Context: an optimization exercise on an open-source flow, tuned for small area, a short achievable clock period and few clock cycles per item. The choices shown serve that exercise and are no tape-out recipe.
Function was checked by simulation only, so behaviour that the tests miss may differ from the original.

// loop_frame
module loop_frame (
    input  wire        clk,
    input  wire        rst,
    input  wire        cmd_valid,
    output wire        cmd_ready,
    input  wire [1:0]  cmd_op,
    input  wire [5:0]  cmd_addr,
    input  wire [31:0] cmd_data,
    input  wire [31:0] in_y,
    input  wire [31:0] in_r,
    input  wire [31:0] in_x1,
    input  wire [31:0] in_x2,
    input  wire [31:0] in_x3,
    output reg         out_valid,
    output reg  [31:0] out_value,
    output reg  [1:0]  out_lim,
    output reg  [11:0] out_flags
);
    localparam [31:0] SMAX = 32'h7fffffff;
    localparam [31:0] SMIN = 32'h80000000;
    localparam [31:0] ONE  = 32'h01000000;
    localparam F_SHAPE = 0, F_ERROR = 1, F_PID = 2, F_INTEG = 3, F_BQ0 = 4,
               F_BQ1 = 5, F_BQ2 = 6, F_BQ3 = 7, F_FF = 8, F_CLAMP = 9,
               F_RATE = 10, F_PSAT = 11;
    function [31:0] sat33;
        input [32:0] x;
        begin
            if (x[32] != x[31]) sat33 = x[32] ? SMIN : SMAX;
            else sat33 = x[31:0];
        end
    endfunction
    function ov33;
        input [32:0] x;
        begin
            ov33 = (x[32] != x[31]);
        end
    endfunction
  ...
For scale: roughly 250 I/O pins, roughly 0.23 mm^2 of cells after synthesis.
export LEC_CHECK = 0
export ABC_AREA = 1
export CAP_MARGIN = 20
export CORE_MARGIN = 2
export CORE_UTILIZATION = 40
export PLACE_DENSITY = 0.65
export SLEW_MARGIN = 30
export TNS_END_PERCENT = 0
create_clock -name core_clock -period 32.0 [get_ports {clk}]
standard.sh (not shown) runs the stock make flow with config.mk's settings and CLKGATE_MAP_FILE= SYNTH_SCRIPT=/design/flow/synth_recipe.tcl, a recipe that flattens the netlist after the stock synthesis.
==> flow/flow/run.sh <==
#!/bin/bash
# Layout flow: the standard ORFS flow (standard.sh), with repair_timing aimed
# at a setup slack margin so that the critical paths are sized for a short period.
# The clock period and all constraints stay the design's. Each make/tool output
# goes to its own log in this folder (ORFS also keeps its per-step logs under orfs/logs).
set -euo pipefail
MARGIN=24
bash standard.sh SYNTH_ARGS=-noabc SETUP_SLACK_MARGIN=$MARGIN MATCH_CELL_FOOTPRINT=0 synth > flow_synth.log 2>&1
bash standard.sh SETUP_SLACK_MARGIN=$MARGIN MATCH_CELL_FOOTPRINT=0 floorplan > flow_floorplan.log 2>&1
bash standard.sh SETUP_SLACK_MARGIN=$MARGIN MATCH_CELL_FOOTPRINT=0 place > flow_place.log 2>&1
bash standard.sh SETUP_SLACK_MARGIN=$MARGIN MATCH_CELL_FOOTPRINT=0 cts > flow_cts.log 2>&1
bash standard.sh SETUP_SLACK_MARGIN=$MARGIN MATCH_CELL_FOOTPRINT=0 MAX_REPAIR_ANTENNAS_ITER_DRT=10 route > flow_route.log 2>&1
bash standard.sh SETUP_SLACK_MARGIN=$MARGIN MATCH_CELL_FOOTPRINT=0 finish > flow_finish.log 2>&1
Testbench counts at the start, summed over its fixed seeds: cycles 11,312, frames 1,600.
==> next run, changes <==
PLACE_DENSITY = 0.75   (was 0.65)
TNS_END_PERCENT = 5   (was 0)
=> Count of clock-buffer cells in the layout drops by 6. Worst setup slack is better by 98 ps. Critical path depth drops by 1. Die area is unchanged. Maximum frequency climbs slightly. Design area stays flat. Final cell count stays flat. Sequential cell count stays the same. Utilization climbs by 0.10 points. First-iteration DRC count climbs by roughly a tenth.
==> next run, changes <==
CTS_CLUSTER_DIAMETER = 120   (was default)
CTS_CLUSTER_SIZE = 24   (was default)
PLACE_DENSITY = 0.7   (was 0.75)
Result:
- wire length goes down by 2.4%
- design area goes down by about 2.2%
- clock skew goes down by 7.8 ps
- worst setup slack degrades by 33 ps
- clock-buffer cell count goes down by 200
- area after synthesis is unchanged
- register-to-register slack degrades by 20 ps
==> next run, changes <==
CTS_CLUSTER_DIAMETER = default   (was 120)
CTS_CLUSTER_SIZE = default   (was 24)
TNS_END_PERCENT = 20   (was 5)
Outcome:
- non-clock buffer count rose by 39
- worst setup slack improved by 230 ps
- clock skew rose by 40 ps
- global-route usage rose by 0.21 points
- final cell count rose by 1.1%
- wire length rose by 0.77%
- synthesized cell count is unchanged
- fmax rose by 2.8%
==> next run, changes <==
TNS_END_PERCENT = 0   (was 20)
The new run went through all stages and came out clean.
Routed wire length stays flat.
Global-route usage stays flat.
Final area is lower by 0.62%.
Via count is lower by 0.56%.
Synthesized cell count is unchanged.
Setup slack got worse by 65 ps.
Worst hold slack barely changes.
Clock skew hardly moves.

-- separate check: timing with driven ports --
How much do the figures lean on ideal ports? The routed layouts below were timed once more, with nothing changed but the port constraints.
Step 1: set_driving_cell puts a clkbuf_16 on clk and a buf_2 on each other input, an assumption about the parent block.
Step 2 moves the port delays by t, midway between the first and last clock arrival at a register: inputs arrive t later, outputs are due t later. That takes back most of the time a late clock gives input paths.
Three values: no drivers, after step 1, after step 2; two values: the first two.
| run | t (ns) | setup WS [ns] | hold slack, ns | worst setup path after step 2 | clock arrival spread, ns |
|---|---|---|---|---|---|
| the first run | 1.142 | 23.570 / 23.529 / 22.930 | 0.285 / 0.285 / 0.285 | input to register | 0.113 / 0.114 |
| the second run | 1.171 | 23.668 / 23.539 / 22.981 | 0.286 / 0.286 / 0.286 | input to register | 0.125 / 0.124 |
| the third run | 1.102 | 23.635 / 23.496 / 22.903 | 0.289 / 0.289 / 0.289 | input to register | 0.099 / 0.099 |
| the fourth run | 1.135 | 23.865 / 23.732 / 22.838 | 0.216 / 0.216 / 0.216 | input to register | 0.140 / 0.140 |
| the fifth run | 1.130 | 23.800 / 23.741 / 22.810 | 0.215 / 0.215 / 0.215 | input to register | 0.139 / 0.139 |
After both steps setup and hold are still met in every run listed. For the fourth run, which loses most, drivers alone change the setup slack by -0.133 ns; drivers and shift together by -1.027 ns.
